Background: an optimization exercise with open tools, aiming at small area, a short achievable clock period and few clock cycles per item. Do not read the settings as production practice. At most, simulation tests tie the RTL to the original design; equivalence was not proved. The RTL of runs 4 and 5 was laid out without a check of its function. Power and IR drop assume default switching activity.

File: flow/design.v
module bsenc_lzc (
    input  wire [22:0] mf,
    output reg  [4:0]  lz
);
    integer i;
    always @(*) begin
        lz = 5'd23;
        for (i = 0; i < 23; i = i + 1)
            if (mf[i]) lz = 5'd22 - i[4:0];
    end
endmodule
module bsenc_comp (
    input  wire [31:0] x,
    input  wire [4:0]  lz,
    output wire [17:0] c
);
    wire [7:0]  ef = x[30:23];
    wire [22:0] mf = x[22:0];
    wire        norm = (ef != 8'd0);
    wire [22:0] nf   = mf << (lz + 5'd1);
    wire [8:0]  e    = norm ? ({1'b0, ef} + 9'd32) :
                       (lz == 5'd23) ? 9'd0 : (9'd32 - {4'd0, lz});
    wire [6:0]  m    = norm ? mf[22:16] : nf[22:16];
    wire        st   = norm ? (|mf[15:0]) : (|nf[15:0]);
    assign c = {x[31], e, m, st};
endmodule
module bsenc_align (
    input  wire [17:0] c,
    input  wire [8:0]  sb,
    input  wire        f8,       
    output wire        sgn,
    output wire [6:0]  kept,
    output wire        g,
    output wire        st,
    output wire [3:0]  te6
);
    wire [8:0]  e  = c[16:8];
    wire signed [10:0] rr = $signed({2'b00, sb}) - $signed({2'b00, e});
    wire        lo = (rr < 11'sd4);
    wire signed [10:0] r  = (f8 && lo) ? 11'sd4 : rr;
    wire [3:0]  rc = (r > 11'sd9) ? 4'd9 : r[3:0];
    wire [15:0] w  = {1'b1, c[7:1], 8'd0} >> rc;
    assign sgn  = c[17];
    assign kept = w[14:8];
    assign g    = w[7];
    assign st   = (|w[6:0]) | c[0];
    wire [10:0] t = 11'sd4 - rr;
    assign te6  = (f8 && lo) ? t[3:0] : 4'd0;
endmodule
module bsenc_round (
    input  wire        sgn,
    input  wire [6:0]  kept,
    input  wire        g,
    input  wire        st,
    input  wire [3:0]  te6,
    input  wire [1:0]  fmt,
    input  wire        rm,
    input  wire        zero,     
    output reg  [7:0]  code,
    output reg         of
);
    wire       rup = !rm && g && (st || kept[0]);
    wire [7:0] v   = ({1'b0, kept} ^ {8{sgn}}) + {7'd0, sgn ^ rup};
    wire [4:0] n   = {1'b0, kept[3:0]} + {4'd0, rup};
    wire [7:0] fm  = {1'b0, te6, 3'b000} + {3'd0, n};
    always @(*) begin
        code = 8'd0;
        of   = 1'b0;
        if (!zero) begin
            case (fmt)
                2'd0: begin
                    of   = (kept[2:0] == 3'd7) && rup;
                    code = of ? (sgn ? 8'h09 : 8'h07) : {4'd0, v[3:0]};
                end
                2'd1: begin
                    of   = (kept == 7'd127) && rup;
                    code = of ? (sgn ? 8'h81 : 8'h7F) : v;
                end
                default: begin
                    of   = (fm >= 8'd127);
                    code = of ? {sgn, 7'h7E} : (fm == 8'd0) ? 8'h00 : {sgn, fm[6:0]};
                end
            endcase
        end
    end
endmodule
module bs_encoder (
    input  wire         clk,
    input  wire         rst,         
    input  wire         in_valid,
    output wire         in_ready,
    input  wire [31:0]  in_data,     
    input  wire [1:0]   in_fmt,      
    input  wire         in_rm,       
    output wire         out_valid,
    input  wire         out_ready,
    output wire [7:0]   out_scale,
    output wire [255:0] out_data,
    output wire         out_of
);
    reg         in_ready_q;      
    reg         in_busy_q;       
    reg         i_v;             
    reg [31:0]  i_d;
    reg [4:0]   i_lz;            
    reg [1:0]   i_fmt;
    reg         i_rm;
    reg [575:0] ring;            
    reg [4:0]   ph;              
    reg         ob_v;            
    reg [4:0]   c;               
    reg [4:0]   k;               
    reg [8:0]   rf;              
    reg         rnz;             
    reg         rsp;             
    reg [8:0]   sb;              
    reg         spblk;           
    reg [1:0]   fblk;
    reg         rblk;
    reg         a_v;             
    reg [4:0]   a_idx;
    reg         a_sgn;
    reg [6:0]   a_kept;
    reg         a_g, a_st;
    reg [3:0]   a_te6;
    reg [1:0]   a_fmt;
    reg         a_rm;
    reg         a_zero;
    reg         b_v;             
    reg [4:0]   b_idx;
    reg [7:0]   b_code;
    reg         b_of;
    reg         b_m4;
    reg         k_v;             
    reg [7:0]   k_code;
    reg         k_of;
    reg         k_m4;
    reg         ov;              
    reg         ov_p;            
    reg [255:0] od;
    reg [7:0]   oscale;
    reg         oof;
    assign in_ready  = in_ready_q;
    assign out_valid = ov_p;
    assign out_data  = od;
    assign out_scale = oscale;
    assign out_of    = oof;
    wire in_fire = in_valid && !in_busy_q;
    wire freeze  = ov && b_v && (b_idx != 5'd0);
    wire conv    = ob_v && (ph == c) && !freeze;
    wire resync  = !ob_v && (k == 5'd0);
    wire ins     = i_v && (resync || ((ph == k) && (!ob_v || (c != k) || conv)));
    wire done_in = ins && (k == 5'd31);
    wire [17:0] cin;
    bsenc_comp u_comp (.x(i_d), .lz(i_lz), .c(cin));
    wire [4:0] lz_in;
    bsenc_lzc u_lzc (.mf(in_data[22:0]), .lz(lz_in));
    wire [17:0] q31 = ring[575:558];
    wire [7:0] ief = i_d[30:23];
    reg  [7:0] kk;               
    reg  [8:0] ck;               
    reg  [8:0] cc;               
    always @(*) begin
        case (i_fmt)
            2'd0:    begin kk = 8'd2; ck = 9'd37; cc = 9'd39; end
            2'd1:    begin kk = 8'd6; ck = 9'd33; cc = 9'd39; end
            default: begin kk = 8'd8; ck = 9'd22; cc = 9'd30; end
        endcase
    end
    wire [8:0] f_e    = (ief > kk) ? ({1'b0, ief} + ck) : cc;
    wire [8:0] cand   = (k == 5'd0 || f_e > rf) ? f_e : rf;
    wire       nz     = (k != 5'd0 && rnz) || (i_d[30:0] != 31'd0);
    wire       sp     = (k != 5'd0 && rsp) || (ief == 8'hFF);
    wire [8:0] sb_new = nz ? cand : (9'd127 + cc);
    wire [8:0] s_blk  = sb - ((fblk == 2'd2) ? 9'd30 : 9'd39);
    wire       al_sgn, al_g, al_st;
    wire [6:0] al_kept;
    wire [3:0] al_te6;
    bsenc_align u_align (
        .c(q31), .sb(sb), .f8(fblk == 2'd2),
        .sgn(al_sgn), .kept(al_kept), .g(al_g), .st(al_st), .te6(al_te6)
    );
    wire [7:0] code;
    wire       cof;
    bsenc_round u_round (
        .sgn(a_sgn), .kept(a_kept), .g(a_g), .st(a_st), .te6(a_te6),
        .fmt(a_fmt), .rm(a_rm), .zero(a_zero), .code(code), .of(cof)
    );
    wire kw   = k_v && !ov;                               
    wire bw   = b_v && (b_idx != 5'd0) && !ov;            
    wire       ov_n    = ov ? !out_ready : (bw && b_idx == 5'd31);
    wire       bv_n    = freeze ? b_v : a_v;
    wire [4:0] bidx_n  = freeze ? b_idx : a_idx;
    wire       iv_n    = (i_v && !ins) || in_fire;
    wire [4:0] ph_n    = (ins && resync) ? 5'd1 : ph + 5'd1;
    wire       obv_n   = done_in || (ob_v && !(conv && c == 5'd31));
    wire [4:0] c_n     = done_in ? 5'd0 : conv ? c + 5'd1 : c;
    wire [4:0] k_n     = done_in ? 5'd0 : ins ? k + 5'd1 : k;
    wire       frz_n   = ov_n && bv_n && (bidx_n != 5'd0);
    wire       conv_n  = obv_n && (ph_n == c_n) && !frz_n;
    wire       rsy_n   = !obv_n && (k_n == 5'd0);
    wire       ins_n   = rsy_n || ((ph_n == k_n) && (!obv_n || (c_n != k_n) || conv_n));
    wire       ready_n = !iv_n || ins_n;
    always @(posedge clk) begin
        ring <= {ring[557:0], ins ? cin : q31};
        if (!in_busy_q) begin
            i_d   <= in_data;
            i_lz  <= lz_in;
            i_fmt <= in_fmt;
            i_rm  <= in_rm;
        end
        if (ins) begin
            rf   <= cand;
            rnz  <= nz;
            rsp  <= sp;
        end
        if (done_in) begin
            sb    <= sb_new;
            spblk <= sp;
            fblk  <= i_fmt;
            rblk  <= i_rm;
        end
        if (!freeze) begin
            a_idx  <= c;
            a_sgn  <= al_sgn;
            a_kept <= al_kept;
            a_g    <= al_g;
            a_st   <= al_st;
            a_te6  <= al_te6;
            a_fmt  <= fblk;
            a_rm   <= rblk;
            a_zero <= spblk;
        end
        if (conv && c == 5'd31)
            oscale <= spblk ? 8'hFF : s_blk[7:0];
        if (!freeze) begin
            b_idx  <= a_idx;
            b_code <= code;
            b_of   <= cof;
            b_m4   <= (a_fmt == 2'd0);
        end
        if (b_v && b_idx == 5'd0) begin
            k_code <= b_code;
            k_of   <= b_of;
            k_m4   <= b_m4;
        end
        if (kw)
            oof <= k_of || (bw && b_of);
        else if (bw)
            oof <= oof || b_of;
    end
    always @(posedge clk) begin
        if (rst) begin
            in_ready_q <= 1'b1;
            in_busy_q  <= 1'b0;
            i_v        <= 1'b0;
            ph         <= 5'd0;
            ob_v       <= 1'b0;
            c          <= 5'd0;
            k          <= 5'd0;
            a_v        <= 1'b0;
            b_v        <= 1'b0;
            k_v        <= 1'b0;
            ov         <= 1'b0;
            ov_p       <= 1'b0;
        end else begin
            in_ready_q <= ready_n;
            in_busy_q  <= !ready_n;
            i_v        <= iv_n;
            ph         <= ph_n;
            ob_v       <= obv_n;
            c          <= c_n;
            k          <= k_n;
            a_v        <= conv || (a_v && freeze);
            b_v        <= bv_n;
            k_v        <= (b_v && b_idx == 5'd0) || (k_v && !kw);
            ov         <= ov_n;
            ov_p       <= ov_n;
        end
    end
    wire [3:0] d_lo   = b_code[3:0];
    wire [3:0] d_odd  = b_m4 ? b_code[3:0] : b_code[7:4];
    wire [3:0] d_hlo  = b_m4 ? 4'd0 : b_code[3:0];
    wire [3:0] d_hodd = b_m4 ? 4'd0 : b_code[7:4];
    integer j;
    always @(posedge clk) begin
        for (j = 0; j < 64; j = j + 1) begin
            if (j == 0) begin
                if (kw) od[3:0] <= k_code[3:0];
            end else if (j == 1) begin
                if (kw && !k_m4)
                    od[7:4] <= k_code[7:4];
                else if (bw && b_m4 && b_idx == 5'd1)
                    od[7:4] <= b_code[3:0];
            end else if (j == 32) begin
                if (kw && k_m4)
                    od[131:128] <= 4'd0;
                else if (bw && !b_m4 && b_idx == 5'd16)
                    od[131:128] <= b_code[3:0];
            end else if (j < 32) begin
                if (bw && (b_m4 ? (b_idx == j) : (b_idx == (j >> 1))))
                    od[4*j +: 4] <= (j & 1) ? d_odd : d_lo;
            end else begin
                if (bw && (b_m4 ? (b_idx == j - 32) : (b_idx == (j >> 1))))
                    od[4*j +: 4] <= (j & 1) ? d_hodd : d_hlo;
            end
        end
    end
endmodule
File: flow/run.sh
#!/bin/bash
# synth_recipe.tcl (not shown) runs the flow's synth.tcl, then flattens the netlist and writes it again
# the make line also repeats each setting of config.mk as NAME=value (left out here)
make -C /OpenROAD-flow-scripts/flow DESIGN_CONFIG=/design/flow/config.mk WORK_HOME=/design/flow/orfs CLKGATE_MAP_FILE= SYNTH_SCRIPT=/design/flow/synth_recipe.tcl finish
File: flow/config.mk
export PLATFORM = sky130hd
export DESIGN_NAME = bs_encoder
export DESIGN_NICKNAME = bs_encoder
export VERILOG_FILES = /design/flow/design.v
export SDC_FILE = /design/flow/constraint.sdc
export NUM_CORES = 4
export LEC_CHECK = 0
export CAP_MARGIN = 20
export CORE_MARGIN = 2
export CORE_UTILIZATION = 40
export CTS_BUF_LIST = sky130_fd_sc_hd__clkbuf_8
export SLEW_MARGIN = 20
File: flow/constraint.sdc
create_clock -name core_clock -period 14.0 [get_ports {clk}]
set_input_delay 2.8000 -clock core_clock [delete_from_list [all_inputs] [get_ports {clk}]]
set_output_delay 2.8000 -clock core_clock [all_outputs]
set_load 0.01 [all_outputs]
==> flow_summary.json, run 1 <==
{
  "path_cells": "inv_1 -> nand2_1 -> ha_1 -> nor2b_1 -> o21ai_0 -> nand2b_1 -> a21oi_1 -> nand2b_1 -> ha_1 -> nor2b_1 -> o21a_1 -> o21a_1 -> o21a_1 -> o21a_1 -> o21a_1 -> o21a_1 -> o211ai_1 -> a21boi_0 -> o31ai_1",
  "cp-start-kind": "flip-flop",
  "finalSetupTns_ns": 0,
  "vias": 17709,
  "max_stage_delay_ns": 0.64,
  "syn-instance-count": 2115,
  "wl_per_cell_um": 18.39,
  "cts_tree": "yes",
  "slew_headroom": 0.2707,
  "startpoint": "i_fmt[1]$_DFFE_PN_",
  "cellLeakagePower_uw": 0.01448,
  "grt.total_usage": 0.1694,
  "ant_nets": 0,
  "core_um2": 75570,
  "p_int_uw": 4715,
  "root_buffer": "clkbuf_8",
  "nets": 2607,
  "fin_worst_skew_ns": 0.04648,
  "synth_edf_count": 368,
  "syn_nets": 2202,
  "ys_seq_area_frac": 0.7642,
  "cts_buffers": 150,
  "rsz0062_at_grt": "no",
  "areaGrowthSynthToFinish_pct": 24.64,
  "whs_ns": 0.3078,
  "crit_path_max_fanout": 9,
  "p_sw_uw": 1324,
  "p_seq_frac": 0.533,
  "die_h_um": 279.6,
  "drt_pass1_iterations": 5,
  "std_cell_rows": 101,
  "path_buf_inv": 1,
  "postCtsSetupBuffers": 0,
  "final_cell_count_no_fill": 3623,
  "cts.reportedPaths.clkPinSlew_ns": 0.06,
  "setup_viol": 0,
  "cts.repair.resized": 0,
  "route.met3.wl_um": 4552,
  "setup_ws_ns": 9.045,
  "dp.cells": 3345,
  "final.min_clock_period_ns": 4.955,
  "yosys_warnings": 3,
  "peakVddDrop_mv": 0.09878,
  "status": "complete, no violations",
  "initial_core_util": 0.4021,
  "finalHoldViolCount": 0,
  "dp_hpwl_um": 47190,
  "drc": 0,
  "worstReg2RegStart": "i_fmt[1]$_DFFE_PN_",
  "fillers": 6415,
  "synth-seq-cells": 976,
  "grt_first_pass_wirelength_um": 101600,
  "wl_met1_um": 29360,
  "hp-class": "flip-flop to flip-flop",
  "syn-cell-area_um2": 30390,
  "gp_congestion": 0.8392,
  "p_comb_frac": 0.052,
  "clock_sinks": 976,
  "hp-start": "ring[455]$_DFF_P_",
  "die_x_um": 279.6,
  "ios": 306,
  "cp_top_family": "compound AO/OA/AOI/OAI gates",
  "path_class": "flip-flop to flip-flop",
  "cpMostUsedCell": "o21a_1",
  "clk_latency_ns": 0.80,
  "cts_hold_buf": 0,
  "clock_path_buffers": 3,
  "synthArstFlopShare": 0,
  "layout.cells.most_common": "dfxtp_1",
  "crit_path_end_kind": "flip-flop",
  "ys.flop_type": "dfxtp_1",
  "grt_max_degree": 47,
  "via_per_inst": 4.888,
  "routed_wl_um": 66650,
  "die-area_um2": 78190,
  "cts_max_level": 4,
  "layout_common_cells": "608 x dfxtp_1, 368 x edfxtp_1, 305 x clkdlybuf4s50_1",
  "slew_viol_final": 0,
  "highest_layer": "met5",
  "period_share": 0.3540,
  "portBuffers": 305,
  "ys_types": 88,
  "grt_pass1_vias": 17175,
  "globalRouteOverflowTotal": 0,
  "maxCapViolations": 0,
  "cp.arrival_ns": 5.54,
  "worst_pin_slew_ns": 1.086,
  "drive_gt1_frac": 0.1165,
  "p_per_area_nw_per_um2": 159.4,
  "place_ws_ns": 9.154,
  "required_ns": 14.59,
  "slowest_stage": "o211ai_1",
  "fmax_mhz": 201.8,
  "antenna_found_initial": 2,
  "drtIter0Drc": 1406,
  "p_clk_frac": 0.414,
  "power.switching_fraction": 0.2192,
  "wl_met2_um": 31330,
  "avgSynthCellArea_um2": 14.37
}
==> power by group through the flow <==
stage / sequential [uW] / combinational, uW / clock, uW
after floorplan: 3250 / 241 / 0
after detailed placement: 3280 / 315 / 0
final: 3220 / 317 / 2500
after global routing: 3240 / 352 / 2720
after global placement: 3280 / 312 / 0
after CTS: 3220 / 317 / 2590
==> cell usage after synthesis, drive strengths merged, types with 31 or more instances <==
cell type,instances,area share
a21oi,118,0.020
xor2,31,0.0089
o21ai,61,0.010
nand3,31,0.0051
nor2,137,0.017
nand2,94,0.012
inv,57,0.0070
edfxtp,368,0.36
nor2b,38,0.0078
nor3,73,0.012
mux2i,31,0.010
dfxtp,608,0.40
clkbuf,59,0.0074
xnor2,38,0.011
ha,46,0.019
==> layer usage <==
metal	track usage	vias up
li1	-	8408
met3	0.04779	93
met1	0.2198	8555
met4	0.06074	2
met2	0.2717	651
met5	0	-
==> final timing paths <==
| path | slack (ns) | cells past startpoint | end |
|---|---|---|---|
| worst max-delay path | 9.04 | 19 | sb[0]$_DFFE_PP_ |
| worst min-delay path | 0.31 | 0 | ring[473]$_DFF_P_ |
| worst max register to register | 9.04 | 19 | sb[0]$_DFFE_PP_ |
| worst min register to register | 0.31 | 0 | ring[473]$_DFF_P_ |
==> per-stage QoR <==
stage          instance area (um2)    util  total power [uW]
2_1_floorplan                30390       -              3486
3_3_place_gp                 34550  0.4571              3590
3_5_place_dp                 34570  0.4574              3595
4_1_cts                      37870  0.5011              6127
5_1_grt                      37880  0.5012              6314
6_report                     37880  0.5012              6039
==> kinds of logic after synthesis <==
| kind of cell | share of synthesized area |
|---|---|
| multiplexers | 0.02750 |
| XOR/XNOR | 0.01989 |
| AND/OR/NAND/NOR | 0.08226 |
| buffers and inverters | 0.01803 |
| adder cells (fa/ha/maj) | 0.02026 |
| AO/OA/AOI/OAI | 0.06789 |
| flip-flops | 0.7642 |
==> area by class of cell <==
cell class | instances | area, um2 | area share
Antenna cell | 1 | 2.502 | 0.00006607
Clock buffer | 170 | 2340 | 0.06177
Clock inverter | 106 | 964.7 | 0.02547
Inverter | 58 | 217.7 | 0.005748
Multi-Input combinational cell | 1002 | 6654 | 0.1757
Sequential cell | 976 | 23220 | 0.6131
Tap cell | 978 | 1224 | 0.03231
Timing Repair Buffer | 332 | 3253 | 0.08589
==> state kept, by name, indices dropped and copies added (netlist names), 7 cells and up, named ones only <==
register  cells
rf            9
k_code        8
b_code        8
sb            9
oscale        8
i_d          32
a_kept        7
od          256
ring        576
Testbench counts, summed over its fixed seeds: cycles 49,440, items 1,536.
==> inputs of run 2 (changes only) <==
--- a/flow/config.mk
+++ b/flow/config.mk
@@ -9,4 +9,3 @@
 export CORE_MARGIN = 2
 export CORE_UTILIZATION = 40
-export CTS_BUF_LIST = sky130_fd_sc_hd__clkbuf_8
 export SLEW_MARGIN = 20
==> run 2 against run 1 <==
- critical endpoint unchanged
- synthesized cell count is the same
- register-to-register slack improved by 0.03 ns
- via count down 1.5%
- highest routed layer is now met4
- critical path type unchanged
- clock skew down 0.022 ns
- final cell count down 3.0%
- final area shrank 0.69%
- maximum frequency is 0.64% higher
- area after synthesis stayed put
- still clean on timing, DRC and antenna
- global-route usage is 0.27 points lower
- utilization shrank 0.34 points
==> flow_summary.json, run 2 <==
{
  "avgSynthCellArea_um2": 14.37,
  "ys_seq_area_frac": 0.7642,
  "cts_buffers": 93,
  "path_cells": "inv_1 -> nand2_1 -> ha_1 -> nor2b_1 -> o21ai_0 -> nand2b_1 -> a21oi_1 -> nand2b_1 -> ha_1 -> nor2b_1 -> o21a_1 -> o21a_1 -> o21a_1 -> o21a_1 -> o21a_1 -> o21a_1 -> o211ai_1 -> a21boi_0 -> o31ai_1",
  "hp-class": "flip-flop to flip-flop",
  "initial_core_util": 0.4021,
  "drive_gt1_frac": 0.09116,
  "cellLeakagePower_uw": 0.01412,
  "grt_first_pass_wirelength_um": 100800,
  "die-area_um2": 78190,
  "layout.cells.most_common": "dfxtp_1",
  "drc": 0,
  "nets": 2550,
  "yosys_warnings": 3,
  "largest-register": "ring",
  "drt_pass1_iterations": 6,
  "design_area_um2": 37620,
  "p_per_area_nw_per_um2": 158.6,
  "cts.reportedPaths.clkPinSlew_ns": 0.06,
  "synth_top_area_cell": "dfxtp_1",
  "synth_most_common_cell": "dfxtp_1",
  "slowest_stage": "o211ai_1",
  "areaGrowthSynthToFinish_pct": 23.79,
  "period_share": 0.3517,
  "grt_pass1_vias": 16705,
  "root_buffer": "clkbuf_16",
  "path_class": "flip-flop to flip-flop",
  "peakVddDrop_mv": 0.09722,
  "crit_path_end_kind": "flip-flop",
  "synthArstFlopShare": 0,
  "syn-instance-count": 2115,
  "finalSetupTns_ns": 0,
  "cp-start-kind": "flip-flop",
  "crit_path_max_fanout": 9,
  "final.min_clock_period_ns": 4.924,
  "synth_edf_count": 368,
  "synth.area.top_cells": "dfxtp_1 40%, edfxtp_1 36%, a21oi_1 1.9%, ha_1 1.9%, nor2_1 1.7%",
  "cpMostUsedCell": "o21a_1",
  "rsz0062_at_grt": "no",
  "worst_pin_slew_ns": 1.053,
  "grt.total_usage": 0.1668,
  "slew_headroom": 0.2928,
  "finalHoldViolCount": 0,
  "fmax_mhz": 203.1,
  "grt_max_degree": 47,
  "portBuffers": 305,
  "postCtsSetupBuffers": 0,
  "ant_nets": 0,
  "cts_tree": "yes",
  "cts_max_level": 3,
  "synth_top_area_share": 0.4005,
  "wl_per_cell_um": 18.81,
  "ys_types": 88,
  "via_per_inst": 4.968,
  "fin_worst_skew_ns": 0.02491,
  "required_ns": 14.46,
  "max_stage_delay_ns": 0.65,
  "gp_congestion": 0.8392,
  "cts.repair.resized": 0,
  "ys.flop_type": "dfxtp_1",
  "dpl-instance-area_um2": 34570,
  "routed_wl_um": 66080,
  "die_h_um": 279.6,
  "top_regs": "ring: 576 flops, od: 256 flops, i_d: 32 flops",
  "clk_latency_ns": 0.65,
  "cts_hold_buf": 0,
  "ios": 306,
  "layout_common_cells": "608 x dfxtp_1, 368 x edfxtp_1, 305 x clkdlybuf4s50_1",
  "synth_commonest_cells": "608 x dfxtp_1, 368 x edfxtp_1, 137 x nor2_1",
  "reg2reg_setup_slack_ns": 9.08,
  "core_um2": 75570,
  "setup_viol": 0,
  "syn-cell-area_um2": 30390,
  "clock_path_buffers": 3,
  "die_x_um": 279.6,
  "std_cell_rows": 101,
  "synth-seq-cells": 976,
  "cp.arrival_ns": 5.39,
  "postLayoutCoreUtil": 0.4978,
  "maxCapViolations": 0,
  "syn_nets": 2202,
  "status": "complete, no violations",
  "dp_hpwl_um": 47190,
  "largest_reg_flops": 576,
  "globalRouteOverflowTotal": 0,
  "clock_sinks": 976,
  "slew_viol_final": 0,
  "antenna_found_initial": 1,
  "vias": 17452,
  "drtIter0Drc": 1577
}
==> run 2: changes by cell type in the layout (fill, tap and decap cells not counted), sizes merged <==
cell | previous run | this run
clkinvlp | 4 | 1
clkbuf | 170 | 129
bufinv | 16 | 2
clkinv | 30 | 25
inv | 114 | 67
==> run 2: worst paths after layout <==
path	from	to	cells past startpoint
worst min-delay path	ring[349]$_DFF_P_	ring[367]$_DFF_P_	0
worst min register to register	ring[349]$_DFF_P_	ring[367]$_DFF_P_	0
worst max-delay path	i_fmt[1]$_DFFE_PN_	sb[0]$_DFFE_PP_	19
worst max register to register	i_fmt[1]$_DFFE_PN_	sb[0]$_DFFE_PP_	19
==> run 2: through the flow <==
step | instances | setup slack (ns) | hold slack, ns | total power (uW)
6_report | 3513 | 9.076 | 0.3122 | 5966
5_1_grt | 3512 | 8.741 | 0.3218 | 6216
4_1_cts | 3511 | 9.117 | 0.3179 | 6034
3_5_place_dp | 3345 | 9.154 | 0.3121 | 3595
3_3_place_gp | 3344 | 9.230 | 0.3098 | 3590
2_1_floorplan | 2115 | 9.880 | 0.3096 | 3486
==> run 2: area by class of cell <==
type | instances | area, um2
antenna | 1 | 2.502
clock buffer | 129 | 2711
clock inverter | 37 | 326.6
fill | 6380 | 37950
inverter | 58 | 217.7
multi-input combinational | 1002 | 6660
sequential | 976 | 23220
tap | 978 | 1224
timing repair buffer | 332 | 3253
==> run 2: routing by layer <==
layer,global-route usage,wire length (um)
met1,0.2230,29280
met2,0.2737,31010
met3,0.03420,4388
met4,0.05101,1398
met5,0,0
==> run 2: kinds of logic (layout without fill, tap and decap cells) <==
group / Yosys count / in the layout / share of synthesized area
compound gates: 318 / 318 / 0.06789
xor+xnor: 69 / 69 / 0.01989
fa+ha+maj: 48 / 48 / 0.02026
buf+inv: 137 / 556 / 0.01803
flops: 976 / 976 / 0.7642
mux: 64 / 64 / 0.02750
other cells: 0 / 1 / 0
simple gates: 503 / 503 / 0.08226
==> run 2: power breakdown <==
group	internal [uW]	total, uW	leakage [uW]	switching (uW)
Sequential	3150	3220	0.00851	71.0
Clock	1400	2430	0.00149	1030
Combinational	138	318	0.00412	180
Total	4690	5970	0.0141	1280
==> run 2: critical path, delay by kind of cell, from the launching register on <==
family / cells / cell delay (ns)
adders and majority gates: 2 / 0.58
AOI/OAI and AO/OA: 11 / 2.74
DFF: 1 / 0.48
and+or+nand+nor: 5 / 0.66
buffers and inverters: 1 / 0.28
==> inputs of run 3 (changes only) <==
==> flow/flow/run.sh (new file) <==
#!/bin/bash
# Standard layout, with plain buffers (not delay cells) on the ports.
set -euo pipefail
export BUFFER_PORTS_ARGS="-buffer_cell sky130_fd_sc_hd__buf_1"
bash standard.sh > standard.log 2>&1
==> flow/standard.sh (new file) <==
#!/bin/bash
# synth_recipe.tcl (not shown) runs the flow's synth.tcl, then flattens the netlist and writes it again
# the make line also repeats each setting of config.mk as NAME=value (left out here)
make -C /OpenROAD-flow-scripts/flow DESIGN_CONFIG=/design/flow/config.mk WORK_HOME=/design/flow/orfs CLKGATE_MAP_FILE= SYNTH_SCRIPT=/design/flow/synth_recipe.tcl "${@:-finish}"
removed: flow/run.sh
==> run 3 against run 2 <==
- hold slack gained 0.0080 ns
- maximum frequency shrank 0.78%
- flip-flop and latch count is the same
- sequential power is essentially flat
- worst setup slack lost 0.038 ns
- clock-buffer cell count shrank 6
- critical path type unchanged
- largest power group unchanged
- highest routed layer is now met5
==> flow_summary.json, run 3 <==
{
  "worst_pin_slew_ns": 1.181,
  "p_seq_frac": 0.538,
  "synth-seq-cells": 976,
  "status": "complete, no violations",
  "synth_top_area_cell": "dfxtp_1",
  "core_um2": 75570,
  "die_x_um": 279.6,
  "crit_path_max_fanout": 9,
  "layout.cells.most_common": "dfxtp_1",
  "dpl-instance-area_um2": 32620,
  "cts_tree": "yes",
  "fin_worst_skew_ns": 0.03736,
  "dp_hpwl_um": 44650,
  "clock_path_buffers": 3,
  "nets": 2545,
  "p_sw_uw": 1289,
  "finalHoldViolCount": 0,
  "finalSetupTns_ns": 0,
  "synth_top_area_share": 0.4005,
  "path_class": "flip-flop to flip-flop",
  "avgSynthCellArea_um2": 14.37,
  "design_area_um2": 35710,
  "areaGrowthSynthToFinish_pct": 17.52,
  "die-area_um2": 78190,
  "rsz0062_at_grt": "no",
  "root_buffer": "clkbuf_16",
  "ys_types": 88,
  "hp-class": "flip-flop to flip-flop",
  "initial_core_util": 0.4021,
  "grt_max_degree": 47,
  "synth.area.top_cells": "dfxtp_1 40%, edfxtp_1 36%, a21oi_1 1.9%, ha_1 1.9%, nor2_1 1.7%",
  "gp_congestion": 0.8624,
  "maxCapViolations": 0,
  "final.min_clock_period_ns": 4.962,
  "grt_pass1_vias": 16351,
  "setup_ws_ns": 9.038,
  "cellLeakagePower_uw": 0.01329,
  "fillers": 6630,
  "grt_first_pass_wirelength_um": 96190,
  "syn-cell-area_um2": 30390,
  "synth_edf_count": 368,
  "yosys_warnings": 3,
  "drt_pass1_iterations": 5,
  "place_ws_ns": 9.096,
  "routed_wl_um": 63440,
  "cp.arrival_ns": 5.42,
  "setup_viol": 0,
  "ys_seq_area_frac": 0.7642,
  "layout_common_cells": "608 x dfxtp_1, 368 x edfxtp_1, 304 x buf_1",
  "crit_path_end_kind": "flip-flop",
  "whs_ns": 0.3202,
  "largest_reg_flops": 576,
  "globalRouteOverflowTotal": 0,
  "largest-register": "ring",
  "top_regs": "ring: 576 flops, od: 256 flops, i_d: 32 flops",
  "multiInputGateArea_um2": 6669,
  "drc": 0,
  "ys.flop_type": "dfxtp_1",
  "ios": 306,
  "fmax_mhz": 201.5,
  "cts.repair.resized": 0,
  "std_cell_rows": 101,
  "portBuffers": 305,
  "p_int_uw": 4694,
  "diodes": 0,
  "peakVddDrop_mv": 0.1175,
  "clk_latency_ns": 0.65,
  "slew_viol_final": 0,
  "synth_commonest_cells": "608 x dfxtp_1, 368 x edfxtp_1, 137 x nor2_1",
  "drive_gt1_frac": 0.09546,
  "p_clk_frac": 0.411,
  "final_cell_count_no_fill": 3513,
  "clock_sinks": 976,
  "dp.cells": 3342,
  "slew_headroom": 0.2064,
  "cts_max_level": 3,
  "cts.reportedPaths.clkPinSlew_ns": 0.06,
  "synthArstFlopShare": 0,
  "power.switching_fraction": 0.2155,
  "syn-instance-count": 2115,
  "cts_hold_buf": 0,
  "cp-start-kind": "flip-flop",
  "period_share": 0.3545,
  "postCtsSetupBuffers": 0,
  "register_area_um2": 23220,
  "required_ns": 14.46,
  "ant_nets": 0,
  "p_comb_frac": 0.052,
  "antenna_found_initial": 2,
  "vias": 17250,
  "drtIter0Drc": 1337,
  "synth_most_common_cell": "dfxtp_1",
  "grt.total_usage": 0.1580,
  "cts_buffers": 92,
  "via_per_inst": 4.910,
  "syn_nets": 2202,
  "p_per_area_nw_per_um2": 167.5,
  "die_h_um": 279.6,
  "wl_per_cell_um": 18.06
}
==> run 3: power by group through the flow <==
stage	sequential, uW	clock (uW)	combinational, uW
2_1_floorplan	3250	0	241
3_3_place_gp	3280	0	303
3_5_place_dp	3280	0	307
4_1_cts	3220	2520	308
5_1_grt	3240	2640	344
6_report	3220	2460	309
==> run 3: kinds of logic after synthesis <==
family,share of synthesized area
AO/OA/AOI/OAI,0.06789
XOR/XNOR,0.01989
flip-flops,0.7642
AND/OR/NAND/NOR,0.08226
multiplexers,0.02750
adder cells (fa/ha/maj),0.02026
buffers and inverters,0.01803
==> run 3: worst max-delay path, cell delays in order (launching register included) <==
cell,delay [ns]
edfxtp_1,0.50
inv_1,0.28
nand2_1,0.10
ha_1,0.34
nor2b_1,0.16
o21ai_0,0.15
nand2b_1,0.08
a21oi_1,0.43
nand2b_1,0.22
ha_1,0.25
nor2b_1,0.13
o21a_1,0.16
o21a_1,0.16
o21a_1,0.17
o21a_1,0.16
o21a_1,0.17
o21a_1,0.18
o211ai_1,0.64
a21boi_0,0.24
o31ai_1,0.24
==> run 3: area by class of cell <==
class / count / area share
timing repair buffer: 328 / 0.03693
tap: 978 / 0.03426
clock inverter: 48 / 0.01279
inverter: 58 / 0.006096
clock buffer: 123 / 0.07294
sequential: 976 / 0.6502
multi-input combinational: 1002 / 0.1867
==> run 3: metrics by stage <==
stage	util	total power (uW)
after floorplan	-	3486
after global placement	0.4316	3580
after detailed placement	0.4317	3588
after CTS	0.4722	6051
after global routing	0.4726	6221
final	0.4726	5983
==> run 3: final timing paths <==
| check | startpoint | end | slack [ns] | cells past startpoint |
|---|---|---|---|---|
| worst min register to register | ring[146]$_DFF_P_ | ring[164]$_DFF_P_ | 0.32 | 0 |
| worst min-delay path | ring[146]$_DFF_P_ | ring[164]$_DFF_P_ | 0.32 | 0 |
| worst max-delay path | i_fmt[1]$_DFFE_PN_ | sb[0]$_DFFE_PP_ | 9.04 | 19 |
| worst max register to register | i_fmt[1]$_DFFE_PN_ | sb[0]$_DFFE_PP_ | 9.04 | 19 |
==> run 3: per-layer routing <==
layer | wire length, um | vias to the layer above | GRT usage
met5 | 21 | - | 0
met2 | 28520 | 589 | 0.2436
met1 | 28080 | 8270 | 0.2110
met3 | 4275 | 144 | 0.03995
li1 | - | 8243 | -
met4 | 2544 | 4 | 0.07075
==> inputs of run 4 (changes only) <==
--- a/flow/design.v
+++ b/flow/design.v
@@ -18,9 +18,9 @@
     wire [22:0] mf = x[22:0];
     wire        norm = (ef != 8'd0);
-    wire [22:0] nf   = mf << (lz + 5'd1);
+    wire [22:0] nf   = mf << lz;             
     wire [8:0]  e    = norm ? ({1'b0, ef} + 9'd32) :
                        (lz == 5'd23) ? 9'd0 : (9'd32 - {4'd0, lz});
-    wire [6:0]  m    = norm ? mf[22:16] : nf[22:16];
-    wire        st   = norm ? (|mf[15:0]) : (|nf[15:0]);
+    wire [6:0]  m    = norm ? mf[22:16] : nf[21:15];
+    wire        st   = norm ? (|mf[15:0]) : (|nf[14:0]);
     assign c = {x[31], e, m, st};
 endmodule
@@ -36,15 +36,16 @@
 );
     wire [8:0]  e  = c[16:8];
-    wire signed [10:0] rr = $signed({2'b00, sb}) - $signed({2'b00, e});
-    wire        lo = (rr < 11'sd4);
-    wire signed [10:0] r  = (f8 && lo) ? 11'sd4 : rr;
-    wire [3:0]  rc = (r > 11'sd9) ? 4'd9 : r[3:0];
-    wire [15:0] w  = {1'b1, c[7:1], 8'd0} >> rc;
+    wire [9:0]  rr = {1'b0, sb} - {1'b0, e};     
+    wire        big = !rr[9] && ((rr[8:4] != 5'd0) || (rr[3:0] > 4'd9));
+    wire        lo  = rr[9] || (rr[8:2] == 7'd0);
+    wire [15:0] s1  = {1'b1, c[7:1], 8'd0} >> rr[3:0];
+    wire [15:0] s4  = {4'd0, 1'b1, c[7:1], 4'd0};
+    wire [15:0] w   = (f8 && lo) ? s4 : s1;
     assign sgn  = c[17];
-    assign kept = w[14:8];
-    assign g    = w[7];
-    assign st   = (|w[6:0]) | c[0];
-    wire [10:0] t = 11'sd4 - rr;
-    assign te6  = (f8 && lo) ? t[3:0] : 4'd0;
+    assign kept = big ? 7'd0 : w[14:8];
+    assign g    = big ? 1'b0 : w[7];
+    assign st   = big || (|w[6:0]) || c[0];
+    wire [3:0] t = 4'd4 - rr[3:0];
+    assign te6  = (f8 && lo) ? t : 4'd0;
 endmodule
 module bsenc_round (
@@ -111,4 +112,9 @@
     reg [4:0]   c;               
     reg [4:0]   k;               
+    reg         pk;              
+    reg         pc;              
+    reg         cnek;            
+    reg         frz;             
+    reg [7:0]   rmax;            
     reg [8:0]   rf;              
     reg         rnz;             
@@ -119,4 +125,5 @@
     reg         rblk;
     reg         a_v;             
+    reg         a_nz;            
     reg [4:0]   a_idx;
     reg         a_sgn;
@@ -128,4 +135,5 @@
     reg         a_zero;
     reg         b_v;             
+    reg         b_nz;            
     reg [4:0]   b_idx;
     reg [7:0]   b_code;
@@ -136,6 +144,6 @@
     reg         k_of;
     reg         k_m4;
-    reg         ov;              
     reg         ov_p;            
+    reg         ov_n_q;          
     reg [255:0] od;
     reg [7:0]   oscale;
@@ -147,8 +155,9 @@
     assign out_of    = oof;
     wire in_fire = in_valid && !in_busy_q;
-    wire freeze  = ov && b_v && (b_idx != 5'd0);
-    wire conv    = ob_v && (ph == c) && !freeze;
+    wire ov      = !ov_n_q;
+    wire freeze  = frz;          
+    wire conv    = ob_v && pc && !freeze;
     wire resync  = !ob_v && (k == 5'd0);
-    wire ins     = i_v && (resync || ((ph == k) && (!ob_v || (c != k) || conv)));
+    wire ins     = i_v && (resync || (pk && (!ob_v || cnek || conv)));
     wire done_in = ins && (k == 5'd31);
     wire [17:0] cin;
@@ -169,5 +178,7 @@
     end
     wire [8:0] f_e    = (ief > kk) ? ({1'b0, ief} + ck) : cc;
-    wire [8:0] cand   = (k == 5'd0 || f_e > rf) ? f_e : rf;
+    wire       gt     = (k == 5'd0) || (ief > rmax);
+    wire [7:0] mx     = gt ? ief : rmax;
+    wire [8:0] cand   = gt ? f_e : rf;
     wire       nz     = (k != 5'd0 && rnz) || (i_d[30:0] != 31'd0);
     wire       sp     = (k != 5'd0 && rsp) || (ief == 8'hFF);
@@ -188,8 +199,7 @@
     );
     wire kw   = k_v && !ov;                               
-    wire bw   = b_v && (b_idx != 5'd0) && !ov;            
+    wire bw   = b_nz && !ov;                              
     wire       ov_n    = ov ? !out_ready : (bw && b_idx == 5'd31);
-    wire       bv_n    = freeze ? b_v : a_v;
-    wire [4:0] bidx_n  = freeze ? b_idx : a_idx;
+    wire       bnz_n   = freeze ? b_nz : a_nz;
     wire       iv_n    = (i_v && !ins) || in_fire;
     wire [4:0] ph_n    = (ins && resync) ? 5'd1 : ph + 5'd1;
@@ -197,8 +207,11 @@
     wire [4:0] c_n     = done_in ? 5'd0 : conv ? c + 5'd1 : c;
     wire [4:0] k_n     = done_in ? 5'd0 : ins ? k + 5'd1 : k;
-    wire       frz_n   = ov_n && bv_n && (bidx_n != 5'd0);
-    wire       conv_n  = obv_n && (ph_n == c_n) && !frz_n;
+    wire       frz_n   = ov_n && bnz_n;
+    wire       pc_n    = (ph_n == c_n);
+    wire       pk_n    = (ph_n == k_n);
+    wire       cnek_n  = (c_n != k_n);
+    wire       conv_n  = obv_n && pc_n && !frz_n;
     wire       rsy_n   = !obv_n && (k_n == 5'd0);
-    wire       ins_n   = rsy_n || ((ph_n == k_n) && (!obv_n || (c_n != k_n) || conv_n));
+    wire       ins_n   = rsy_n || (pk_n && (!obv_n || cnek_n || conv_n));
     wire       ready_n = !iv_n || ins_n;
     always @(posedge clk) begin
@@ -212,4 +225,5 @@
         if (ins) begin
             rf   <= cand;
+            rmax <= mx;
             rnz  <= nz;
             rsp  <= sp;
@@ -261,6 +275,12 @@
             a_v        <= 1'b0;
             b_v        <= 1'b0;
+            a_nz       <= 1'b0;
+            b_nz       <= 1'b0;
+            frz        <= 1'b0;
+            pk         <= 1'b1;
+            pc         <= 1'b1;
+            cnek       <= 1'b0;
             k_v        <= 1'b0;
-            ov         <= 1'b0;
+            ov_n_q     <= 1'b1;
             ov_p       <= 1'b0;
         end else begin
@@ -273,7 +293,13 @@
             k          <= k_n;
             a_v        <= conv || (a_v && freeze);
-            b_v        <= bv_n;
+            b_v        <= freeze ? b_v : a_v;
+            a_nz       <= freeze ? a_nz : (conv && c != 5'd0);
+            b_nz       <= bnz_n;
+            frz        <= frz_n;
+            pk         <= pk_n;
+            pc         <= pc_n;
+            cnek       <= cnek_n;
             k_v        <= (b_v && b_idx == 5'd0) || (k_v && !kw);
-            ov         <= ov_n;
+            ov_n_q     <= !ov_n;
             ov_p       <= ov_n;
         end
==> flow/flow/run.sh (replaced) <==
#!/bin/bash
# Standard layout, with plain buffers (not delay cells) on the ports and a
# clock tree of fewer, smaller buffers without dummy loads.
set -euo pipefail
export BUFFER_PORTS_ARGS="-buffer_cell sky130_fd_sc_hd__buf_1"
export CTS_ARGS="-sink_clustering_enable -repair_clock_nets -dont_use_dummy_load -sink_clustering_size 30 -sink_clustering_max_diameter 80 -buf_list sky130_fd_sc_hd__clkbuf_16 -root_buf sky130_fd_sc_hd__clkbuf_16"
bash standard.sh > standard.log 2>&1
==> run 4 against run 3 <==
- hold slack got worse by 0.044 ns
- clock power fell by 44%
- highest routed layer is now met4
- area after synthesis fell by 0.25%
- global-route usage fell by 0.63 points
- critical path type is now flip-flop to output port
- via count fell by 6.1%
- critical endpoint is now out_data[6]
- critical path depth fell by 18
- maximum frequency rose by 22%
- clock skew rose by 0.041 ns
==> flow_summary.json, run 4 <==
{
  "status": "complete, no violations",
  "peakVddDrop_mv": 0.1046,
  "core_um2": 74700,
  "cp_top_family": "flip-flops",
  "dp_hpwl_um": 42900,
  "slowest_stage": "edfxtp_1",
  "maxCapViolations": 0,
  "avgSynthCellArea_um2": 14.93,
  "yosys_warnings": 3,
  "cp-start-kind": "flip-flop",
  "reg2reg_setup_slack_ns": 10.37,
  "hp-class": "flip-flop to flip-flop",
  "slew_headroom": 0.2481,
  "grt.total_usage": 0.1517,
  "grt_first_pass_wirelength_um": 92440,
  "p_per_area_nw_per_um2": 160.1,
  "areaGrowthSynthToFinish_pct": 11.12,
  "muxShareOfSynthArea": 0.03058,
  "required_ns": 11.20,
  "synth_edf_count": 381,
  "layout_common_cells": "610 x dfxtp_1, 381 x edfxtp_1, 305 x buf_1",
  "grt_pass1_vias": 15784,
  "fillers": 6617,
  "portBuffers": 305,
  "synthAdderAreaFrac": 0.02155,
  "final.min_clock_period_ns": 4.080,
  "setup_ws_ns": 9.920,
  "synth_commonest_cells": "610 x dfxtp_1, 381 x edfxtp_1, 115 x nor2_1",
  "layout.cells.most_common": "dfxtp_1",
  "rsz0062_at_grt": "no",
  "synthXorXnorAreaFrac": 0.01445,
  "synth-simple-area-share": 0.07541,
  "drtIter0Drc": 1263,
  "cts_tree": "yes",
  "grt_max_degree": 51,
  "max_stage_delay_ns": 0.47,
  "gp_congestion": 0.8573,
  "vias": 16190,
  "via_per_inst": 4.905,
  "ys_seq_area_frac": 0.7803,
  "ys.flop_type": "dfxtp_1",
  "multiInputGateArea_um2": 6185,
  "finalHoldViolCount": 0,
  "root_buffer": "clkbuf_16",
  "die-area_um2": 78000,
  "synth-seq-cells": 991,
  "crit_path_max_fanout": 1,
  "path_cells": "buf_1",
  "clock_sinks": 991,
  "worst_pin_slew_ns": 1.119,
  "die_h_um": 279.3,
  "path_buf_inv": 1,
  "std_cell_rows": 100,
  "wl_per_cell_um": 18.23,
  "crit_path_end_kind": "output port",
  "syn_nets": 2120,
  "path_class": "flip-flop to output port",
  "synth_top_family_by_area": "simple AND/OR/NAND/NOR gates",
  "syn-cell-area_um2": 30310,
  "drt_pass1_iterations": 5,
  "totalPowerFinal_uw": 5393,
  "clock_path_buffers": 3,
  "fmax_mhz": 245.1,
  "register_area_um2": 23650,
  "synth-compound-area-share": 0.06146,
  "fin_worst_skew_ns": 0.07806,
  "largest_reg_flops": 576,
  "nets": 2424,
  "synthArstFlopShare": 0,
  "ios": 306,
  "drive_gt1_frac": 0.05746,
  "postLayoutCoreUtil": 0.4510,
  "slew_viol_final": 0,
  "place_ws_ns": 9.744,
  "top_regs": "ring: 576 flops, od: 256 flops, i_d: 32 flops",
  "period_share": 0.2914,
  "initial_core_util": 0.4058,
  "setup_viol": 0,
  "synth.area.top_cells": "dfxtp_1 40%, edfxtp_1 38%, ha_1 2.0%, a21oi_1 1.8%, nor2_1 1.4%",
  "synth_most_common_cell": "dfxtp_1",
  "cp.arrival_ns": 1.28,
  "postCtsSetupBuffers": 0,
  "drc": 0,
  "finalSetupTns_ns": 0,
  "diodes": 0,
  "cts_hold_buf": 0,
  "antenna_found_initial": 0,
  "largest-register": "ring",
  "ant_nets": 0,
  "cellLeakagePower_uw": 0.01229,
  "routed_wl_um": 60160,
  "whs_ns": 0.2764,
  "cts_max_level": 2,
  "die_x_um": 279.3,
  "clk_latency_ns": 0.61,
  "cts.reportedPaths.clkPinSlew_ns": 0.10,
  "synth_top_area_cell": "dfxtp_1",
  "ys_types": 88,
  "cts.repair.resized": 0,
  "globalRouteOverflowTotal": 0,
  "synth_top_area_share": 0.4028,
  "syn-instance-count": 2030,
  "cts_buffers": 45
}
[run 4: cell types whose count changed in the layout (fill, tap and decap cells not counted), moves of 12 or more]
cell	before	now
clkinv_2	18	0
clkbuf_16	96	45
nor2_1	137	114
o21ai_0	58	46
nand2_1	94	114
nor3_1	72	33
edfxtp_1	368	381
clkbuf_1	16	0
mux2i_1	30	42
[run 4: path summary, 6_finish.rpt]
kind,from,to,cells after the start
setup / recovery,od[6]$_DFFE_PP_,out_data[6],1
hold / removal,ring[4]$_DFF_P_,ring[22]$_DFF_P_,0
hold reg to reg,ring[4]$_DFF_P_,ring[22]$_DFF_P_,0
setup reg to reg,k[0]$_SDFF_PP0_,in_ready_q$_SDFF_PP1_,11
[run 4: area by class of cell]
| class | instances | share of cell area |
|---|---|---|
| inverter | 59 | 0.006575 |
| multi-input combinational | 913 | 0.1836 |
| clock buffer | 45 | 0.03343 |
| tap | 969 | 0.03599 |
| timing repair buffer | 324 | 0.03822 |
| sequential | 991 | 0.7022 |
[run 4: power by group]
part	leakage, uW	switching (uW)	internal [uW]
registers	0.00873	143	3430
logic	0.00300	269	187
clock network	0.000555	789	576
[run 4: routing by layer]
metal | up-vias | wire length (um) | track usage
met5 | - | 0 | 0
li1 | 7760 | - | -
met2 | 465 | 28650 | 0.2574
met3 | 108 | 2761 | 0.02369
met1 | 7857 | 26790 | 0.1987
met4 | 0 | 1961 | 0.05114
[run 4: per-stage QoR]
stage,instances,instance area [um2]
after global routing,3301,33680
after detailed placement,3256,32550
final,3301,33680
after floorplan,2030,30310
after global placement,3256,32540
after CTS,3301,33670
[run 4: kinds of logic (layout without fill, tap and decap cells)]
family / count (synthesis) / in the layout
buf+inv: 126 / 428
fa+ha+maj: 51 / 51
xor+xnor: 50 / 50
simple gates: 455 / 455
mux: 71 / 71
compound gates: 286 / 286
flops: 991 / 991
==> inputs of run 5 (changes only) <==
==> flow/flow/run.sh (replaced) <==
#!/bin/bash
# Standard layout, with plain buffers (not delay cells) on the ports and a
# clock tree of fewer, smaller buffers without dummy loads.
set -euo pipefail
export BUFFER_PORTS_ARGS="-buffer_cell sky130_fd_sc_hd__buf_1"
export CTS_ARGS="-sink_clustering_enable -repair_clock_nets -dont_use_dummy_load -sink_clustering_size 16 -sink_clustering_max_diameter 60 -buf_list sky130_fd_sc_hd__clkbuf_8 -root_buf sky130_fd_sc_hd__clkbuf_16"
bash standard.sh > standard.log 2>&1
==> run 5 against run 4 <==
- sequential share of layout area about the same
- power fell by 0.32%
- maximum frequency rose by 1.1%
- critical path depth stayed put
- highest routed layer unchanged
- largest cell class unchanged
- utilization barely moved
==> flow_summary.json, run 5 <==
{
  "synth_commonest_cells": "610 x dfxtp_1, 381 x edfxtp_1, 115 x nor2_1",
  "hp-class": "flip-flop to flip-flop",
  "slew_headroom": 0.2452,
  "drtIter0Drc": 1248,
  "drive_gt1_frac": 0.06943,
  "std_cell_rows": 100,
  "largest-register": "ring",
  "vias": 16324,
  "nets": 2454,
  "status": "complete, no violations",
  "postCtsSetupBuffers": 0,
  "die_h_um": 279.3,
  "ys_types": 88,
  "synth_top_area_share": 0.4028,
  "synth-seq-cells": 991,
  "cts_max_level": 3,
  "cellLeakagePower_uw": 0.01232,
  "required_ns": 11.20,
  "setup_viol": 0,
  "period_share": 0.2883,
  "finalSetupTns_ns": 0,
  "clk_latency_ns": 0.59,
  "grt_first_pass_wirelength_um": 93510,
  "synth.area.top_cells": "dfxtp_1 40%, edfxtp_1 38%, ha_1 2.0%, a21oi_1 1.8%, nor2_1 1.4%",
  "grt_pass1_vias": 16062,
  "path_class": "flip-flop to output port",
  "cp_top_family": "flip-flops",
  "path_cells": "buf_1",
  "synthArstFlopShare": 0,
  "crit_path_max_fanout": 1,
  "cts_tree": "yes",
  "rsz0062_at_grt": "no",
  "ios": 306,
  "peakVddDrop_mv": 0.08129,
  "via_per_inst": 4.901,
  "syn_nets": 2120,
  "wl_per_cell_um": 18.26,
  "gp_congestion": 0.8573,
  "dp_hpwl_um": 42900,
  "dpl-instance-area_um2": 32550,
  "cts_buffers": 75,
  "die_x_um": 279.3,
  "cp.arrival_ns": 1.24,
  "layout.cells.most_common": "dfxtp_1",
  "max_stage_delay_ns": 0.47,
  "drc": 0,
  "grt_max_degree": 51,
  "antenna_found_initial": 0,
  "areaGrowthSynthToFinish_pct": 11.14,
  "design_area_um2": 33690,
  "die-area_um2": 78000,
  "ys.flop_type": "dfxtp_1",
  "worst_pin_slew_ns": 1.123,
  "top_regs": "ring: 576 flops, od: 256 flops, i_d: 32 flops",
  "yosys_warnings": 3,
  "grt.total_usage": 0.1542,
  "clock_path_buffers": 3,
  "syn-cell-area_um2": 30310,
  "path_buf_inv": 1,
  "cts_hold_buf": 0,
  "ant_nets": 0,
  "synth_top_area_cell": "dfxtp_1",
  "synth_most_common_cell": "dfxtp_1",
  "cts.repair.resized": 0,
  "clock_sinks": 991,
  "initial_core_util": 0.4058,
  "finalHoldViolCount": 0,
  "slew_viol_final": 0,
  "portBuffers": 305,
  "final.min_clock_period_ns": 4.036,
  "postLayoutCoreUtil": 0.4511,
  "whs_ns": 0.2875,
  "synth_edf_count": 381,
  "cp-start-kind": "flip-flop",
  "diodes": 0,
  "ys_seq_area_frac": 0.7803,
  "p_per_area_nw_per_um2": 159.5,
  "cts.reportedPaths.clkPinSlew_ns": 0.09,
  "root_buffer": "clkbuf_16",
  "largest_reg_flops": 576,
  "layout_common_cells": "610 x dfxtp_1, 381 x edfxtp_1, 305 x buf_1",
  "maxCapViolations": 0,
  "totalPowerFinal_uw": 5375,
  "core_um2": 74700,
  "fin_worst_skew_ns": 0.05713,
  "drt_pass1_iterations": 7,
  "slowest_stage": "edfxtp_1",
  "syn-instance-count": 2030,
  "routed_wl_um": 60840,
  "globalRouteOverflowTotal": 0,
  "fmax_mhz": 247.8,
  "avgSynthCellArea_um2": 14.93,
  "crit_path_end_kind": "output port"
}
-- run 5: report_power, final --
part / switching (uW) / total, uW / internal [uW]
registers: 143 / 3570 / 3430
logic: 269 / 457 / 187
clock network: 807 / 1350 / 541
total: 1220 / 5380 / 4160
-- run 5: worst paths after layout --
check                  startpoint                    to  slack [ns]  cells after the start
hold reg to reg   ring[9]$_DFF_P_      ring[27]$_DFF_P_        0.29                      0
hold / removal    ring[9]$_DFF_P_      ring[27]$_DFF_P_        0.29                      0
setup / recovery  od[6]$_DFFE_PP_           out_data[6]        9.96                      1
setup reg to reg  k[0]$_SDFF_PP0_  in_busy_q$_SDFF_PP0_       10.33                     11
-- run 5: per-layer routing --
layer | part of all wire | global-route usage | vias to the layer above
met4 | 0.033 | 0.06396 | 0
met1 | 0.44 | 0.1988 | 7893
li1 | - | - | 7817
met5 | 0 | 0 | -
met2 | 0.47 | 0.2572 | 507
met3 | 0.052 | 0.02736 | 107
-- run 5: cell families (layout without fill, tap and decap cells) --
| logic type | count (synthesis) | in the layout | synth area share |
|---|---|---|---|
| xor gates and xnor gates | 50 | 50 | 0.01445 |
| and+or+nand+nor | 455 | 455 | 0.07541 |
| adders and majority gates | 51 | 51 | 0.02155 |
| DFF | 991 | 991 | 0.7803 |
| buffers and inverters | 126 | 458 | 0.01630 |
| AOI/OAI and AO/OA | 286 | 286 | 0.06146 |
| muxes | 71 | 71 | 0.03058 |
-- run 5: cell type report --
cell class,instances,area (um2)
repair buffers,324,1287
well taps,969,1212
multi-input cells,913,6185
fillers,6643,41000
flip-flops and latches,991,23650
inverters,59,221.5
clock buffers,75,1134
-- run 5: per-stage QoR --
step           setup WS, ns  cells
3_5_place_dp          9.744   3256
4_1_cts               9.888   3331
2_1_floorplan         10.05   2030
5_1_grt               9.909   3331
3_3_place_gp          9.698   3256
6_report              9.964   3331
-- run 5: worst reg2reg max path, cell delays in order (launching register included) --
cell and delay, ns:
dfxtp_1 0.38, inv_1 0.10, ha_1 0.16, or4b_1 0.78, nor2_4 0.35, nor2_2 0.06, inv_1 0.67, a21oi_1 0.29
xnor2_1 0.20, a41o_1 0.27, o31a_1 0.14, o2bb2ai_1 0.14
==> inputs of run 6 (changes only) <==
--- a/flow/design.v
+++ b/flow/design.v
@@ -29,4 +29,6 @@
     input  wire [8:0]  sb,
     input  wire        f8,       
+    input  wire        rm,       
+    input  wire        zero,     
     output wire        sgn,
     output wire [6:0]  kept,
@@ -43,9 +45,9 @@
     wire [15:0] w   = (f8 && lo) ? s4 : s1;
     assign sgn  = c[17];
-    assign kept = big ? 7'd0 : w[14:8];
-    assign g    = big ? 1'b0 : w[7];
+    assign kept = (big || zero) ? 7'd0 : w[14:8];
+    assign g    = (big || zero || rm) ? 1'b0 : w[7];
     assign st   = big || (|w[6:0]) || c[0];
     wire [3:0] t = 4'd4 - rr[3:0];
-    assign te6  = (f8 && lo) ? t : 4'd0;
+    assign te6  = (f8 && lo && !zero) ? t : 4'd0;
 endmodule
 module bsenc_round (
@@ -56,10 +58,8 @@
     input  wire [3:0]  te6,
     input  wire [1:0]  fmt,
-    input  wire        rm,
-    input  wire        zero,     
     output reg  [7:0]  code,
     output reg         of
 );
-    wire       rup = !rm && g && (st || kept[0]);
+    wire       rup = g && (st || kept[0]);      
     wire [7:0] v   = ({1'b0, kept} ^ {8{sgn}}) + {7'd0, sgn ^ rup};
     wire [4:0] n   = {1'b0, kept[3:0]} + {4'd0, rup};
@@ -68,5 +68,5 @@
         code = 8'd0;
         of   = 1'b0;
-        if (!zero) begin
+        begin
             case (fmt)
                 2'd0: begin
@@ -117,5 +117,4 @@
     reg         frz;             
     reg [7:0]   rmax;            
-    reg [8:0]   rf;              
     reg         rnz;             
     reg         rsp;             
@@ -126,5 +125,4 @@
     reg         a_v;             
     reg         a_nz;            
-    reg [4:0]   a_idx;
     reg         a_sgn;
     reg [6:0]   a_kept;
@@ -132,9 +130,7 @@
     reg [3:0]   a_te6;
     reg [1:0]   a_fmt;
-    reg         a_rm;
-    reg         a_zero;
     reg         b_v;             
     reg         b_nz;            
-    reg [4:0]   b_idx;
+    reg [4:0]   b_idx;           
     reg [7:0]   b_code;
     reg         b_of;
@@ -177,8 +173,9 @@
         endcase
     end
-    wire [8:0] f_e    = (ief > kk) ? ({1'b0, ief} + ck) : cc;
     wire       gt     = (k == 5'd0) || (ief > rmax);
     wire [7:0] mx     = gt ? ief : rmax;
-    wire [8:0] cand   = gt ? f_e : rf;
+    wire [8:0] f_e    = (ief > kk) ? ({1'b0, ief} + ck) : cc;
+    wire [8:0] f_r    = (rmax > kk) ? ({1'b0, rmax} + ck) : cc;
+    wire [8:0] cand   = gt ? f_e : f_r;
     wire       nz     = (k != 5'd0 && rnz) || (i_d[30:0] != 31'd0);
     wire       sp     = (k != 5'd0 && rsp) || (ief == 8'hFF);
@@ -189,5 +186,5 @@
     wire [3:0] al_te6;
     bsenc_align u_align (
-        .c(q31), .sb(sb), .f8(fblk == 2'd2),
+        .c(q31), .sb(sb), .f8(fblk == 2'd2), .rm(rblk), .zero(spblk),
         .sgn(al_sgn), .kept(al_kept), .g(al_g), .st(al_st), .te6(al_te6)
     );
@@ -196,5 +193,5 @@
     bsenc_round u_round (
         .sgn(a_sgn), .kept(a_kept), .g(a_g), .st(a_st), .te6(a_te6),
-        .fmt(a_fmt), .rm(a_rm), .zero(a_zero), .code(code), .of(cof)
+        .fmt(a_fmt), .code(code), .of(cof)
     );
     wire kw   = k_v && !ov;                               
@@ -224,5 +221,4 @@
         end
         if (ins) begin
-            rf   <= cand;
             rmax <= mx;
             rnz  <= nz;
@@ -236,5 +232,4 @@
         end
         if (!freeze) begin
-            a_idx  <= c;
             a_sgn  <= al_sgn;
             a_kept <= al_kept;
@@ -243,11 +238,8 @@
             a_te6  <= al_te6;
             a_fmt  <= fblk;
-            a_rm   <= rblk;
-            a_zero <= spblk;
         end
         if (conv && c == 5'd31)
             oscale <= spblk ? 8'hFF : s_blk[7:0];
         if (!freeze) begin
-            b_idx  <= a_idx;
             b_code <= code;
             b_of   <= cof;
@@ -275,4 +267,5 @@
             a_v        <= 1'b0;
             b_v        <= 1'b0;
+            b_idx      <= 5'd31;
             a_nz       <= 1'b0;
             b_nz       <= 1'b0;
@@ -294,4 +287,6 @@
             a_v        <= conv || (a_v && freeze);
             b_v        <= freeze ? b_v : a_v;
+            if (!freeze && a_v)
+                b_idx  <= b_idx + 5'd1;
             a_nz       <= freeze ? a_nz : (conv && c != 5'd0);
             b_nz       <= bnz_n;
==> flow/flow/run.sh (replaced) <==
#!/bin/bash
set -euo pipefail
export BUFFER_PORTS_ARGS="-buffer_cell sky130_fd_sc_hd__buf_1"
export CTS_ARGS="-sink_clustering_enable -repair_clock_nets -dont_use_dummy_load -sink_clustering_size 16 -sink_clustering_max_diameter 60 -buf_list sky130_fd_sc_hd__clkbuf_8 -root_buf sky130_fd_sc_hd__clkbuf_16"
export SETUP_SLACK_MARGIN=10.3
bash standard.sh > standard.log 2>&1
==> run 6 against run 5 <==
- still clean
- global-route usage up 0.29 points
- worst setup slack worse by 0.0014 ns
- critical path depth unchanged
- sequential power decreased by 4%
- synthesized cell count up 1.8%
- sequential share of layout area shrank 2.3 points
- flip-flop and latch count shrank 16
- clock power hardly changed
- first-iteration DRC count shrank 5.0%
- critical path type unchanged
- critical endpoint is now out_scale[7]
==> flow_summary.json, run 6 <==
{
  "status": "complete, no violations",
  "layout.cells.most_common": "dfxtp_1",
  "clock_sinks": 975,
  "layout_common_cells": "610 x dfxtp_1, 360 x edfxtp_1, 170 x clkbuf_2",
  "synth-seq-cells": 975,
  "syn-cell-area_um2": 30130,
  "initial_core_util": 0.4041,
  "synthArstFlopShare": 0,
  "routed_wl_um": 62930,
  "grt_pass1_vias": 16256,
  "die-area_um2": 77540,
  "cts.reportedPaths.clkPinSlew_ns": 0.09,
  "p_comb_frac": 0.078,
  "p_sw_uw": 1171,
  "finalHoldViolCount": 0,
  "cellLeakagePower_uw": 0.01306,
  "dp_hpwl_um": 44470,
  "rsz0062_at_grt": "yes",
  "p_seq_frac": 0.659,
  "cts_tree": "yes",
  "ant_nets": 0,
  "wl_met1_um": 27320,
  "power.switching_fraction": 0.2251,
  "hp-class": "flip-flop to flip-flop",
  "cts_buffers": 79,
  "drtIter0Drc": 1185,
  "period_share": 0.2884,
  "std_cell_rows": 100,
  "highest_layer": "met4",
  "diodes": 0,
  "largest-register": "ring",
  "final.min_clock_period_ns": 4.037,
  "via_per_inst": 4.974,
  "worstReg2RegStart": "k[0]$_SDFF_PP0_",
  "fin_worst_skew_ns": 0.07837,
  "synth_most_common_cell": "dfxtp_1",
  "synth_top_area_share": 0.4086,
  "hp-start": "ring[214]$_DFF_P_",
  "reg2reg_setup_slack_ns": 10.53,
  "clk_latency_ns": 0.59,
  "gp_congestion": 0.8617,
  "wl_per_cell_um": 18.62,
  "path_buf_inv": 1,
  "finalSetupTns_ns": 0,
  "root_buffer": "clkbuf_16",
  "cts_max_level": 3,
  "max_stage_delay_ns": 0.50,
  "syn-instance-count": 2067,
  "wl_met2_um": 29870,
  "avgSynthCellArea_um2": 14.58,
  "final_cell_count_no_fill": 3380,
  "cp_top_family": "flip-flops",
  "dpl-instance-area_um2": 32360,
  "fmax_mhz": 247.7,
  "p_clk_frac": 0.263,
  "drive_gt1_frac": 0.1692,
  "drt_pass1_iterations": 5,
  "setup_viol": 0,
  "crit_path_end_kind": "output port",
  "r2r_end": "in_ready_q$_SDFF_PP1_",
  "design_area_um2": 34040,
  "worst_pin_slew_ns": 1.078,
  "vias": 16812,
  "slew_viol_final": 0,
  "die_h_um": 278.5,
  "top_regs": "ring: 576 flops, od: 256 flops, i_d: 32 flops",
  "ios": 306,
  "hold_depth": 0,
  "grt_max_degree": 66,
  "p_int_uw": 4029,
  "portBuffers": 305,
  "globalRouteOverflowTotal": 0,
  "dp.cells": 3293,
  "synth_commonest_cells": "615 x dfxtp_1, 360 x edfxtp_1, 131 x nand2_1",
  "slowest_stage": "edfxtp_1",
  "ys_types": 78,
  "min_to": "ring[232]$_DFF_P_",
  "fillers": 6648,
  "areaGrowthSynthToFinish_pct": 12.97,
  "cp.arrival_ns": 1.24,
  "path_class": "flip-flop to output port",
  "maxCapViolations": 0,
  "core_um2": 74570,
  "path_cells": "clkbuf_2",
  "ys_seq_area_frac": 0.7674,
  "synth_top_area_cell": "dfxtp_1",
  "reg2reg_depth": 11,
  "peakVddDrop_mv": 0.08988,
  "route.met3.wl_um": 3552,
  "syn_nets": 2170,
  "largest_reg_flops": 576,
  "grt.total_usage": 0.1571,
  "cp-start-kind": "flip-flop",
  "synth.area.top_cells": "dfxtp_1 41%, edfxtp_1 36%, ha_1 2.5%, a21oi_1 2.0%, nand2_1 1.6%",
  "clock_path_buffers": 3,
  "slew_headroom": 0.2813,
  "die_x_um": 278.5,
  "antenna_found_initial": 0,
  "crit_path_max_fanout": 1,
  "synth_edf_count": 360,
  "nets": 2516,
  "p_per_area_nw_per_um2": 152.8,
  "drc": 0,
  "required_ns": 11.20,
  "grt_first_pass_wirelength_um": 94530,
  "ys.flop_type": "dfxtp_1",
  "yosys_warnings": 3
}
-- run 6: kinds of logic (layout without fill, tap and decap cells) --
logic type	after synthesis	in the layout	share of synthesized area
AOI/OAI and AO/OA	316	316	0.06569
xor gates and xnor gates	57	57	0.01682
and+or+nand+nor	460	461	0.07707
muxes	71	71	0.02981
DFF	975	975	0.7674
buffers and inverters	124	467	0.01590
adders and majority gates	64	64	0.02732
-- run 6: area by class of cell --
class	instances	area, um2	share of cell area
multi-input cells	969	6580	0.1933
inverters	63	240.2	0.007057
well taps	969	1212	0.03562
flip-flops and latches	975	23130	0.6794
repair buffers	325	1690	0.04966
clock buffers	79	1189	0.03492
-- run 6: metal layers --
metal | global-route usage | vias to the layer above
met1 | 0.2017 | 8090
met3 | 0.02980 | 136
met4 | 0.06010 | 0
met5 | 0 | -
li1 | - | 7962
met2 | 0.2638 | 624
-- run 6: worst max-delay path by stage --
stage                            startpoint                    end  slack, ns  cells after the start
floorplan                        in_data[3]  i_lz[1]$_SDFFCE_PP0N_      10.11                      8
global placement                 in_data[3]  i_lz[1]$_SDFFCE_PP0N_       9.72                      9
detailed placement               in_data[4]  i_lz[1]$_SDFFCE_PP0N_       9.78                      9
CTS                 oscale[7]$_SDFFCE_PP1P_           out_scale[7]       9.92                      1
global route        oscale[7]$_SDFFCE_PP1P_           out_scale[7]       9.92                      1
finish              oscale[7]$_SDFFCE_PP1P_           out_scale[7]       9.96                      1
-- run 6: repair_timing --
| item | CTS | global route |
|---|---|---|
| hold buffers | 0 | 0 |
| gates resized for setup | 83 | 197 |
| pin swaps | 0 | 8 |
| setup buffers | 2 | 5 |
| setup endpoints to repair | 267 | 276 |
| cloned | 0 | 1 |
-- run 6: power groups by stage --
stage                     Clock, uW  Combinational (uW)  Sequential (uW)
after floorplan                   0                 306             3430
after global placement            0                 393             3490
after detailed placement          0                 396             3490
after CTS                      1430                 398             3430
after global routing           1530                 449             3470
final                          1370                 408             3430
-- run 6: stage by stage --
step	util	worst slack, ns	power [uW]	hold WS [ns]
final	0.4565	9.963	5200	0.2658
after global routing	0.4565	9.916	5443	0.2628
after CTS	0.4519	9.922	5263	0.2655
after detailed placement	0.4340	9.776	3889	0.3121
after global placement	0.4340	9.717	3880	0.3097
after floorplan	-	10.11	3732	0.3096
Testbench counts of run 6, summed over its fixed seeds: cycles 49,440, items 1,536.

## static timing again, ports no longer ideal
How much do the figures lean on ideal ports? The routed layouts below were timed once more, with nothing changed but the port constraints.
Step 1: set_driving_cell puts a clkbuf_16 on clk and a buf_2 on each other input, an assumption about the parent block.
Step 2 moves the port delays by t, midway between the first and last clock arrival at a register: inputs arrive t later, outputs are due t later. That takes back most of the time a late clock gives input paths.
Slacks: no drivers / after step 1 / after step 2; pairs: no drivers / after step 1.
run	t (ns)	setup slack, ns	latest minus earliest clock arrival (ns)
run 1	0.832	9.045 / 9.045 / 9.045	0.049 / 0.049
run 2	0.694	9.076 / 9.076 / 9.076	0.031 / 0.031
run 3	0.697	9.038 / 9.038 / 9.038	0.037 / 0.037
run 4	0.637	9.920 / 9.857 / 9.757	0.084 / 0.084
run 5	0.624	9.964 / 9.904 / 9.753	0.065 / 0.064
run 6	0.615	9.963 / 9.904 / 9.786	0.079 / 0.079
After both steps setup and hold are still met in every run listed. The setup slack of run 5, which loses most, moves by -0.060 ns with the drivers and by -0.211 ns with both steps.
